Context: an optimization exercise on an open-source flow, tuned for small area, a short achievable clock period and few clock cycles per item. The choices shown serve that exercise and are no tape-out recipe.
Only simulation tests tie the RTL to the original design; equivalence was not proved.
No activity file was given, so power comes from the tool's default toggle rates.

==> flow/design.v <==
module rs_line_decoder (
    input  wire         clk,
    input  wire         rst,
    input  wire         in_valid,
    output wire         in_ready,
    input  wire [639:0] in_line,
    input  wire [36:0]  in_addr,
    output wire         out_valid,
    output wire [575:0] out_words,
    output wire         out_poison,
    output wire [2:0]   out_nerr
);
    function automatic [7:0] gf_mul(input [7:0] a, input [7:0] b);
        integer i;
        reg [7:0] p;
        reg [7:0] aa;
        begin
            p  = 8'h00;
            aa = a;
            for (i = 0; i < 8; i = i + 1) begin
                if (b[i]) p = p ^ aa;
                aa = {aa[6:0], 1'b0} ^ (aa[7] ? 8'h1d : 8'h00);
            end
            gf_mul = p;
        end
    endfunction
    function automatic [7:0] gf_inv(input [7:0] a);
        begin
            case (a)
      8'h00: gf_inv = 8'h00;
      8'h01: gf_inv = 8'h01;
      8'h02: gf_inv = 8'h8e;
      8'h03: gf_inv = 8'hf4;
      8'h04: gf_inv = 8'h47;
      8'h05: gf_inv = 8'ha7;
      8'h06: gf_inv = 8'h7a;
      8'h07: gf_inv = 8'hba;
      8'h08: gf_inv = 8'had;
      8'h09: gf_inv = 8'h9d;
      8'h0a: gf_inv = 8'hdd;
      8'h0b: gf_inv = 8'h98;
      8'h0c: gf_inv = 8'h3d;
      8'h0d: gf_inv = 8'haa;
      8'h0e: gf_inv = 8'h5d;
      8'h0f: gf_inv = 8'h96;
      8'h10: gf_inv = 8'hd8;
      8'h11: gf_inv = 8'h72;
      8'h12: gf_inv = 8'hc0;
      8'h13: gf_inv = 8'h58;
      8'h14: gf_inv = 8'he0;
      8'h15: gf_inv = 8'h3e;
      8'h16: gf_inv = 8'h4c;
      8'h17: gf_inv = 8'h66;
      8'h18: gf_inv = 8'h90;
      8'h19: gf_inv = 8'hde;
      8'h1a: gf_inv = 8'h55;
      8'h1b: gf_inv = 8'h80;
      8'h1c: gf_inv = 8'ha0;
      8'h1d: gf_inv = 8'h83;
      8'h1e: gf_inv = 8'h4b;
      8'h1f: gf_inv = 8'h2a;
      8'h20: gf_inv = 8'h6c;
      8'h21: gf_inv = 8'hed;
      8'h22: gf_inv = 8'h39;
      8'h23: gf_inv = 8'h51;
      8'h24: gf_inv = 8'h60;
      8'h25: gf_inv = 8'h56;
      8'h26: gf_inv = 8'h2c;
      8'h27: gf_inv = 8'h8a;
      8'h28: gf_inv = 8'h70;
      8'h29: gf_inv = 8'hd0;
      8'h2a: gf_inv = 8'h1f;
      8'h2b: gf_inv = 8'h4a;
      8'h2c: gf_inv = 8'h26;
      8'h2d: gf_inv = 8'h8b;
      8'h2e: gf_inv = 8'h33;
      8'h2f: gf_inv = 8'h6e;
      8'h30: gf_inv = 8'h48;
      8'h31: gf_inv = 8'h89;
      8'h32: gf_inv = 8'h6f;
      8'h33: gf_inv = 8'h2e;
      8'h34: gf_inv = 8'ha4;
      8'h35: gf_inv = 8'hc3;
      8'h36: gf_inv = 8'h40;
      8'h37: gf_inv = 8'h5e;
      8'h38: gf_inv = 8'h50;
      8'h39: gf_inv = 8'h22;
      8'h3a: gf_inv = 8'hcf;
      8'h3b: gf_inv = 8'ha9;
      8'h3c: gf_inv = 8'hab;
      8'h3d: gf_inv = 8'h0c;
      8'h3e: gf_inv = 8'h15;
      8'h3f: gf_inv = 8'he1;
      8'h40: gf_inv = 8'h36;
      8'h41: gf_inv = 8'h5f;
      8'h42: gf_inv = 8'hf8;
      8'h43: gf_inv = 8'hd5;
      8'h44: gf_inv = 8'h92;
      8'h45: gf_inv = 8'h4e;
      8'h46: gf_inv = 8'ha6;
      8'h47: gf_inv = 8'h04;
      8'h48: gf_inv = 8'h30;
      8'h49: gf_inv = 8'h88;
      8'h4a: gf_inv = 8'h2b;
      8'h4b: gf_inv = 8'h1e;
      8'h4c: gf_inv = 8'h16;
      8'h4d: gf_inv = 8'h67;
      8'h4e: gf_inv = 8'h45;
      8'h4f: gf_inv = 8'h93;
      8'h50: gf_inv = 8'h38;
      8'h51: gf_inv = 8'h23;
      8'h52: gf_inv = 8'h68;
      8'h53: gf_inv = 8'h8c;
      8'h54: gf_inv = 8'h81;
      8'h55: gf_inv = 8'h1a;
      8'h56: gf_inv = 8'h25;
      8'h57: gf_inv = 8'h61;
      8'h58: gf_inv = 8'h13;
      8'h59: gf_inv = 8'hc1;
      8'h5a: gf_inv = 8'hcb;
      8'h5b: gf_inv = 8'h63;
      8'h5c: gf_inv = 8'h97;
      8'h5d: gf_inv = 8'h0e;
      8'h5e: gf_inv = 8'h37;
      8'h5f: gf_inv = 8'h41;
      8'h60: gf_inv = 8'h24;
      8'h61: gf_inv = 8'h57;
      8'h62: gf_inv = 8'hca;
      8'h63: gf_inv = 8'h5b;
      8'h64: gf_inv = 8'hb9;
      8'h65: gf_inv = 8'hc4;
      8'h66: gf_inv = 8'h17;
      8'h67: gf_inv = 8'h4d;
      8'h68: gf_inv = 8'h52;
      8'h69: gf_inv = 8'h8d;
      8'h6a: gf_inv = 8'hef;
      8'h6b: gf_inv = 8'hb3;
      8'h6c: gf_inv = 8'h20;
      8'h6d: gf_inv = 8'hec;
      8'h6e: gf_inv = 8'h2f;
      8'h6f: gf_inv = 8'h32;
      8'h70: gf_inv = 8'h28;
      8'h71: gf_inv = 8'hd1;
      8'h72: gf_inv = 8'h11;
      8'h73: gf_inv = 8'hd9;
      8'h74: gf_inv = 8'he9;
      8'h75: gf_inv = 8'hfb;
      8'h76: gf_inv = 8'hda;
      8'h77: gf_inv = 8'h79;
      8'h78: gf_inv = 8'hdb;
      8'h79: gf_inv = 8'h77;
      8'h7a: gf_inv = 8'h06;
      8'h7b: gf_inv = 8'hbb;
      8'h7c: gf_inv = 8'h84;
      8'h7d: gf_inv = 8'hcd;
      8'h7e: gf_inv = 8'hfe;
      8'h7f: gf_inv = 8'hfc;
      8'h80: gf_inv = 8'h1b;
      8'h81: gf_inv = 8'h54;
      8'h82: gf_inv = 8'ha1;
      8'h83: gf_inv = 8'h1d;
      8'h84: gf_inv = 8'h7c;
      8'h85: gf_inv = 8'hcc;
      8'h86: gf_inv = 8'he4;
      8'h87: gf_inv = 8'hb0;
      8'h88: gf_inv = 8'h49;
      8'h89: gf_inv = 8'h31;
      8'h8a: gf_inv = 8'h27;
      8'h8b: gf_inv = 8'h2d;
      8'h8c: gf_inv = 8'h53;
      8'h8d: gf_inv = 8'h69;
      8'h8e: gf_inv = 8'h02;
      8'h8f: gf_inv = 8'hf5;
      8'h90: gf_inv = 8'h18;
      8'h91: gf_inv = 8'hdf;
      8'h92: gf_inv = 8'h44;
      8'h93: gf_inv = 8'h4f;
      8'h94: gf_inv = 8'h9b;
      8'h95: gf_inv = 8'hbc;
      8'h96: gf_inv = 8'h0f;
      8'h97: gf_inv = 8'h5c;
      8'h98: gf_inv = 8'h0b;
      8'h99: gf_inv = 8'hdc;
      8'h9a: gf_inv = 8'hbd;
      8'h9b: gf_inv = 8'h94;
      8'h9c: gf_inv = 8'hac;
      8'h9d: gf_inv = 8'h09;
      8'h9e: gf_inv = 8'hc7;
      8'h9f: gf_inv = 8'ha2;
      8'ha0: gf_inv = 8'h1c;
      8'ha1: gf_inv = 8'h82;
      8'ha2: gf_inv = 8'h9f;
      8'ha3: gf_inv = 8'hc6;
      8'ha4: gf_inv = 8'h34;
      8'ha5: gf_inv = 8'hc2;
      8'ha6: gf_inv = 8'h46;
      8'ha7: gf_inv = 8'h05;
      8'ha8: gf_inv = 8'hce;
      8'ha9: gf_inv = 8'h3b;
      8'haa: gf_inv = 8'h0d;
      8'hab: gf_inv = 8'h3c;
      8'hac: gf_inv = 8'h9c;
      8'had: gf_inv = 8'h08;
      8'hae: gf_inv = 8'hbe;
      8'haf: gf_inv = 8'hb7;
      8'hb0: gf_inv = 8'h87;
      8'hb1: gf_inv = 8'he5;
      8'hb2: gf_inv = 8'hee;
      8'hb3: gf_inv = 8'h6b;
      8'hb4: gf_inv = 8'heb;
      8'hb5: gf_inv = 8'hf2;
      8'hb6: gf_inv = 8'hbf;
      8'hb7: gf_inv = 8'haf;
      8'hb8: gf_inv = 8'hc5;
      8'hb9: gf_inv = 8'h64;
      8'hba: gf_inv = 8'h07;
      8'hbb: gf_inv = 8'h7b;
      8'hbc: gf_inv = 8'h95;
      8'hbd: gf_inv = 8'h9a;
      8'hbe: gf_inv = 8'hae;
      8'hbf: gf_inv = 8'hb6;
      8'hc0: gf_inv = 8'h12;
      8'hc1: gf_inv = 8'h59;
      8'hc2: gf_inv = 8'ha5;
      8'hc3: gf_inv = 8'h35;
      8'hc4: gf_inv = 8'h65;
      8'hc5: gf_inv = 8'hb8;
      8'hc6: gf_inv = 8'ha3;
      8'hc7: gf_inv = 8'h9e;
      8'hc8: gf_inv = 8'hd2;
      8'hc9: gf_inv = 8'hf7;
      8'hca: gf_inv = 8'h62;
      8'hcb: gf_inv = 8'h5a;
      8'hcc: gf_inv = 8'h85;
      8'hcd: gf_inv = 8'h7d;
      8'hce: gf_inv = 8'ha8;
      8'hcf: gf_inv = 8'h3a;
      8'hd0: gf_inv = 8'h29;
      8'hd1: gf_inv = 8'h71;
      8'hd2: gf_inv = 8'hc8;
      8'hd3: gf_inv = 8'hf6;
      8'hd4: gf_inv = 8'hf9;
      8'hd5: gf_inv = 8'h43;
      8'hd6: gf_inv = 8'hd7;
      8'hd7: gf_inv = 8'hd6;
      8'hd8: gf_inv = 8'h10;
      8'hd9: gf_inv = 8'h73;
      8'hda: gf_inv = 8'h76;
      8'hdb: gf_inv = 8'h78;
      8'hdc: gf_inv = 8'h99;
      8'hdd: gf_inv = 8'h0a;
      8'hde: gf_inv = 8'h19;
      8'hdf: gf_inv = 8'h91;
      8'he0: gf_inv = 8'h14;
      8'he1: gf_inv = 8'h3f;
      8'he2: gf_inv = 8'he6;
      8'he3: gf_inv = 8'hf0;
      8'he4: gf_inv = 8'h86;
      8'he5: gf_inv = 8'hb1;
      8'he6: gf_inv = 8'he2;
      8'he7: gf_inv = 8'hf1;
      8'he8: gf_inv = 8'hfa;
      8'he9: gf_inv = 8'h74;
      8'hea: gf_inv = 8'hf3;
      8'heb: gf_inv = 8'hb4;
      8'hec: gf_inv = 8'h6d;
      8'hed: gf_inv = 8'h21;
      8'hee: gf_inv = 8'hb2;
      8'hef: gf_inv = 8'h6a;
      8'hf0: gf_inv = 8'he3;
      8'hf1: gf_inv = 8'he7;
      8'hf2: gf_inv = 8'hb5;
      8'hf3: gf_inv = 8'hea;
      8'hf4: gf_inv = 8'h03;
      8'hf5: gf_inv = 8'h8f;
      8'hf6: gf_inv = 8'hd3;
      8'hf7: gf_inv = 8'hc9;
      8'hf8: gf_inv = 8'h42;
      8'hf9: gf_inv = 8'hd4;
      8'hfa: gf_inv = 8'he8;
      8'hfb: gf_inv = 8'h75;
      8'hfc: gf_inv = 8'h7f;
      8'hfd: gf_inv = 8'hff;
      8'hfe: gf_inv = 8'h7e;
      default: gf_inv = 8'hfd;
            endcase
        end
    endfunction
    function automatic [7:0] alpha_pow(input integer j);
        begin
            case (j)
                0: alpha_pow = 8'h01;
                1: alpha_pow = 8'h02;
                2: alpha_pow = 8'h04;
                3: alpha_pow = 8'h08;
                4: alpha_pow = 8'h10;
                5: alpha_pow = 8'h20;
                6: alpha_pow = 8'h40;
                default: alpha_pow = 8'h80;
            endcase
        end
    endfunction
    function automatic [7:0] alpha_neg(input integer i);
        begin
            case (i)
                0: alpha_neg = 8'h01;
                1: alpha_neg = 8'h8e;
                2: alpha_neg = 8'h47;
                3: alpha_neg = 8'had;
                default: alpha_neg = 8'hd8;
            endcase
        end
    endfunction
    localparam [2:0] S_IDLE  = 3'd0,
                     S_SYN   = 3'd1,
                     S_BM    = 3'd2,
                     S_OMEGA = 3'd3,
                     S_CHIEN = 3'd4,
                     S_DONE  = 3'd5;
    reg [2:0]  state;
    reg [7:0]  sym [0:79];      
    reg [36:0] addr;
    reg [6:0]  cnt;             
    reg [2:0]  step;            
    reg [7:0]  synd [0:7];
    reg [7:0]  lam  [0:4];      
    reg [7:0]  bpol [0:4];      
    reg [7:0]  gam;
    reg [3:0]  len;             
    reg [7:0]  omg  [0:3];      
    reg [7:0]  lam_t [0:4];     
    reg [7:0]  omg_t [0:3];     
    reg [6:0]  nroots;
    integer i, j;
    reg [7:0] delta;
    reg [7:0] lam_next [0:4];
    always @(*) begin
        delta = 8'h00;
        for (i = 0; i < 5; i = i + 1)
            if (i <= step)
                delta = delta ^ gf_mul(lam[i], synd[{29'd0, step} - i]);
        for (i = 0; i < 5; i = i + 1) begin
            lam_next[i] = gf_mul(gam, lam[i]);
            if (i > 0)
                lam_next[i] = lam_next[i] ^ gf_mul(delta, bpol[i-1]);
        end
    end
    always @(*) begin
        for (i = 0; i < 4; i = i + 1) begin
            omg[i] = 8'h00;
            for (j = 0; j <= i; j = j + 1)
                omg[i] = omg[i] ^ gf_mul(synd[j], lam[i - j]);
        end
    end
    reg [7:0] lam_val, lam_odd, omg_val, err_val;
    always @(*) begin
        lam_val = 8'h00;
        for (i = 0; i < 5; i = i + 1) lam_val = lam_val ^ lam_t[i];
        lam_odd = lam_t[1] ^ lam_t[3];
        omg_val = 8'h00;
        for (i = 0; i < 4; i = i + 1) omg_val = omg_val ^ omg_t[i];
        err_val = gf_mul(omg_val, gf_inv(lam_odd));
    end
    always @(posedge clk) begin
        if (rst) begin
            state <= S_IDLE;
        end else begin
            case (state)
                S_IDLE: begin
                    if (in_valid) begin
                        for (i = 0; i < 8; i = i + 1) begin
                            for (j = 0; j < 9; j = j + 1)
                                sym[79 - (9*i + j)] <= in_line[80*i + 8*j +: 8];
                            sym[7 - i] <= in_line[80*i + 72 +: 8];
                        end
                        addr <= in_addr;
                        for (j = 0; j < 8; j = j + 1) synd[j] <= 8'h00;
                        cnt   <= 7'd79;
                        state <= S_SYN;
                    end
                end
                S_SYN: begin
                    for (j = 0; j < 8; j = j + 1)
                        synd[j] <= gf_mul(synd[j], alpha_pow(j)) ^ sym[cnt];
                    if (cnt == 7'd0) begin
                        for (i = 0; i < 5; i = i + 1) begin
                            lam[i]  <= (i == 0) ? 8'h01 : 8'h00;
                            bpol[i] <= (i == 0) ? 8'h01 : 8'h00;
                        end
                        gam   <= 8'h01;
                        len   <= 4'd0;
                        step  <= 3'd0;
                        state <= S_BM;
                    end else begin
                        cnt <= cnt - 7'd1;
                    end
                end
                S_BM: begin
                    for (i = 0; i < 5; i = i + 1) lam[i] <= lam_next[i];
                    if (delta != 8'h00 && {len, 1'b0} <= {2'b00, step}) begin
                        for (i = 0; i < 5; i = i + 1) bpol[i] <= lam[i];
                        gam <= delta;
                        len <= {1'b0, step} + 4'd1 - len;
                    end else begin
                        bpol[0] <= 8'h00;
                        for (i = 1; i < 5; i = i + 1) bpol[i] <= bpol[i-1];
                    end
                    if (step == 3'd7)
                        state <= S_OMEGA;
                    step <= step + 3'd1;
                end
                S_OMEGA: begin
                    for (i = 0; i < 4; i = i + 1) omg_t[i] <= omg[i];
                    for (i = 0; i < 5; i = i + 1) lam_t[i] <= lam[i];
                    nroots <= 7'd0;
                    cnt    <= 7'd0;
                    state  <= S_CHIEN;
                end
                S_CHIEN: begin
                    if (lam_val == 8'h00) begin
                        sym[cnt] <= sym[cnt] ^ err_val;
                        nroots   <= nroots + 7'd1;
                    end
                    for (i = 0; i < 5; i = i + 1) lam_t[i] <= gf_mul(lam_t[i], alpha_neg(i));
                    for (i = 0; i < 4; i = i + 1) omg_t[i] <= gf_mul(omg_t[i], alpha_neg(i));
                    if (cnt == 7'd79)
                        state <= S_DONE;
                    cnt <= cnt + 7'd1;
                end
                S_DONE: begin
                    state <= S_IDLE;
                end
                default: state <= S_IDLE;
            endcase
        end
    end
    wire poison = (len > 4'd4) || ({3'b000, len} != nroots);
    assign in_ready   = (state == S_IDLE);
    assign out_valid  = (state == S_DONE);
    assign out_poison = poison;
    assign out_nerr   = poison ? 3'd0 : len[2:0];
    genvar gw, gb;
    generate
        for (gw = 0; gw < 8; gw = gw + 1) begin : g_word
            wire [71:0] data;
            for (gb = 0; gb < 9; gb = gb + 1) begin : g_byte
                assign data[8*gb +: 8] = sym[79 - (9*gw + gb)];
            end
            assign out_words[72*gw +: 72] = poison
                ? {8'hff, 20'h00000, 4'h0, addr, gw[2:0]}
                : data;
        end
    endgenerate
endmodule
==> flow/run.sh <==
#!/bin/bash
# synth_recipe.tcl (not shown) runs the flow's synth.tcl, then flattens the netlist and writes it again
# the make line also repeats each setting of config.mk as NAME=value (left out here)
make -C /OpenROAD-flow-scripts/flow DESIGN_CONFIG=/design/flow/config.mk WORK_HOME=/design/flow/orfs CLKGATE_MAP_FILE= SYNTH_SCRIPT=/design/flow/synth_recipe.tcl finish
==> flow/config.mk <==
export PLATFORM = sky130hd
export DESIGN_NAME = rs_line_decoder
export DESIGN_NICKNAME = rs_line_decoder
export VERILOG_FILES = /design/flow/design.v
export SDC_FILE = /design/flow/constraint.sdc
export NUM_CORES = 4
export LEC_CHECK = 0
export CAP_MARGIN = 20
export CORE_MARGIN = 2
export CORE_UTILIZATION = 35
export PLACE_DENSITY = 0.45
export SLEW_MARGIN = 20
==> flow/constraint.sdc <==
create_clock -name core_clock -period 9.0 [get_ports {clk}]
set_input_delay 1.8000 -clock core_clock [delete_from_list [all_inputs] [get_ports {clk}]]
set_output_delay 1.8000 -clock core_clock [all_outputs]
set_load 0.01 [all_outputs]
==> impl_metrics.ini <==
[pwr]
intPower_w = 0.0165
power_frac_clock_pct = 25.2
power_density_mw_per_mm2 = 233
switching_power_w = 0.0113
seqPwrFrac_pct = 27.7
p_leak_nw = 42.4
switching_share_pct = 40.6
combPwrFrac_pct = 47.1
ir_worst_vdd_uv = 317

[synth]
synthArstFlopShare_pct = 0
synth.distinct_cells = 117
synth_fp_nets = 11000
post_synth_mux_area_share_pct = 9.16
synth_top_family_by_area = XOR/XNOR gates
syn_avg_cell_area_um2 = 9.42
syn_inst = 10300
yosysTopAreaCell = edfxtp_1
yosysWarnings = 8
synthAdderAreaFrac_pct = 0.481
netlist_top_cells_count = 2499 x nand2_1, 1331 x xnor2_1, 1298 x edfxtp_1, 801 x nor2_1, 644 x clkbuf_1
synth-edff-count = 1298
synth-main-ff-cell = edfxtp_1
synth-seq-cells = 1308
synth_compound_area_share_pct = 10.9
synth-xor-area-share_pct = 17.8
synth_area_leaders = edfxtp_1 40%, xnor2_1 12%, nand2_1 9.7%
yosys.area_share.simple_pct = 17.2
netlist_area_mm2 = 0.0968
ys_seq_area_share_pct = 40.5
synth.most_common_cell = nand2_1
synth_top_area_share_pct = 40.3

[global_routing]
track_usage_pct = 45.3
grt_max_degree = 191
grt_pass1_vias = 85600
overflow = 0
antenna_found_initial = 247
grt_pass1_wl_um = 842000

[clock_network]
cts_buffers = 160
clockBufferDepth = 3
cts_tree = yes
cts.sinks = 1308
clk_latency_ns = 0.90
cts_max_level = 4
cts.clk_slew.worst_paths_ns = 0.06
hold_buffers = 0
ctsResizeCount = 0
root_buffer = clkbuf_16
post_cts_buffers = 0

[sta]
rsz0062_at_grt = false
setup_violations = 0
post-route-period-util_pct = 94.6
setup_tns_ns = 0
finClkSkew_ns = 0.0896
worst_slack_ns = 0.486
slew_violations = 0
period_minus_slack_ns = 8.51
hold_viol = 0
fmax_ghz = 0.117
tightest_slew_ns = 1.26
timing.slew.headroom_pct = 15.5

[route]
first_iter_violations = 15200
vias = 93600
first_pass_iters = 11
drc = 0
postRouteAntennaNets = 0
vias_per_cell = 6.19
wire_per_inst_um = 43.3
wl_um = 655000

[hold_path]
hold_path.class = reg -> reg

[placement]
pre_cts_ws_ns = 1.34
dp_cells = 14700
hpwlAfterDp_um = 511000
place.gp.congestion = 1.10
io_buffers = 1261

[floorplanning]
start_util_pct = 35.1
die_y_um = 530
die_w_um = 530
io_pins = 1262
die_area_mm2 = 0.281
rows = 193
design.core.area_mm2 = 0.276

[job]
max_cap_viol_count = 0

[critical_path]
start_kind = flop
worst_setup_path_end_kind = output port
crit_fanout = 81
critPathKind = reg -> out
critPathArrivalTime_ns = 6.71
required_ns = 7.20

[outcome]
status = finished clean

[final_layout]
seq_area_mm2 = 0.0392
post_route_cells_drive_above_1_share_pct = 10.0
fin_cells = 15100
postLayoutCoreUtil_pct = 43.4
nFillCells = 27000
multi_input_area_mm2 = 0.0543
nNetsFinal = 11900
area_delta_synth_final_pct = 23.7
worst max-delay path, cell delays in order, from the launching register on:
cell	delay, ns
edfxtp_1	0.42
nor3_1	0.92
nand3_4	0.84
nor2_4	0.35
buf_4	0.68
buf_4	0.75
buf_4	0.76
nand2_1	0.11
nand2_1	0.19
clkdlybuf4s50_1	0.61
worst paths after layout:
path	depth (start not counted)	from	endpoint	slack, ns
setup / recovery	9	nroots[5]	out_words[310]	0.49
hold reg to reg	2	lam_t[1][1]	lam_t[1][0]	0.56
setup reg to reg	19	step[0]	lam[2][5]	1.30
hold / removal	2	lam_t[1][1]	lam_t[1][0]	0.56
power by group through the flow:
stage                     Sequential [W]  Clock [W]  Combinational (W)
final                            0.00770    0.00702             0.0131
after global placement           0.00777          0             0.0127
after global routing             0.00766    0.00724             0.0136
after detailed placement         0.00777          0             0.0127
after floorplan                  0.00744          0            0.00854
after CTS                        0.00765    0.00702             0.0128
state kept, by name (all words and copies together) (netlist names), named ones only:
register / count
sym: 1024
synd: 64
lam: 40
lam_t: 40
addr: 37
bpol: 32
omg_t: 32
gam: 8
cnt: 7
nroots: 7
len: 4
state: 3
step: 3
metrics by stage:
stage | instance area (um2) | hold WS, ns | total power [W]
2_1_floorplan | 96800 | 0.424 | 0.0160
3_3_place_gp | 114000 | 0.539 | 0.0205
3_5_place_dp | 114000 | 0.560 | 0.0205
4_1_cts | 119000 | 0.545 | 0.0275
5_1_grt | 119000 | 0.587 | 0.0285
6_report | 120000 | 0.561 | 0.0278
placed cells by master, fill, tap and decap left out, types with 57 or more instances in the layout:
cell type	netlist	final
o21ai_0	628	612
a22oi_1	113	113
a211oi_1	72	72
and2_1	241	241
nand2_1	2499	2478
nor3_1	58	57
xnor3_1	73	73
edfxtp_1	1298	1298
diode_2	0	143
nor2_1	801	792
buf_4	11	305
nand3_1	108	105
a21oi_1	478	477
clkdlybuf4s50_1	0	1261
xnor2_1	1331	1311
mux4_2	340	340
clkbuf_16	0	161
xor2_1	372	363
or3_1	87	86
mux2i_1	70	69
inv_1	67	62
final cells by class:
type,count,area share [%]
Multi-Input combinational cell,8005,45.4
Sequential cell,1308,32.7
Timing Repair Buffer,1589,12.8
Tap cell,3705,3.87
Clock buffer,181,3.43
Clock inverter,117,1.22
Antenna cell,143,0.299
Inverter,78,0.245
per-layer routing:
metal  global-route usage [%]  wire length, um  part of all wire (%)  vias to the layer above
li1                         -                -                     -                    37500
met1                     54.9           236000                    36                    47400
met2                     66.4           278000                    42                     7126
met3                     15.2            81100                    12                     1461
met4                     34.6            58800                   9.0                       58
met5                        0              389                 0.059                        -
cells by family after synthesis:
kind of cell	count (synthesis)
AND/OR/NAND/NOR	3992
adder cells (fa/ha/maj)	36
XOR/XNOR	1803
buffers and inverters	954
flip-flops	1308
multiplexers	453
AO/OA/AOI/OAI	1721
Testbench counts, summed over its fixed seeds: cycles 328,320, lines 1,920.

-- separate check: timing with driven ports --
In the flow no input, the clock included, has a driving cell. The finished layout below was timed again as built, in two steps.
Step 1 sets driving cells, clkbuf_16 on the clock port and buf_2 on the other inputs (assumed; they add their load-dependent delay and slew).
Step 2 also shifts input and output timing later by t, the mid clock arrival at the registers, as if the neighbouring blocks saw the same clock.
Three values: no drivers, after step 1, after step 2; two values: the first two.
t (ns): 0.975
setup slack, ns: 0.486 / 0.364 / 1.301
worst setup path after step 2: register to register
worst register clock-pin slew, ns: 0.07 / 0.07
worst data-port slew with drivers (ns): 0.38
After both steps this run still meets setup and hold. The setup slack of this run moves by -0.122 ns with the drivers and by +0.815 ns with both steps.
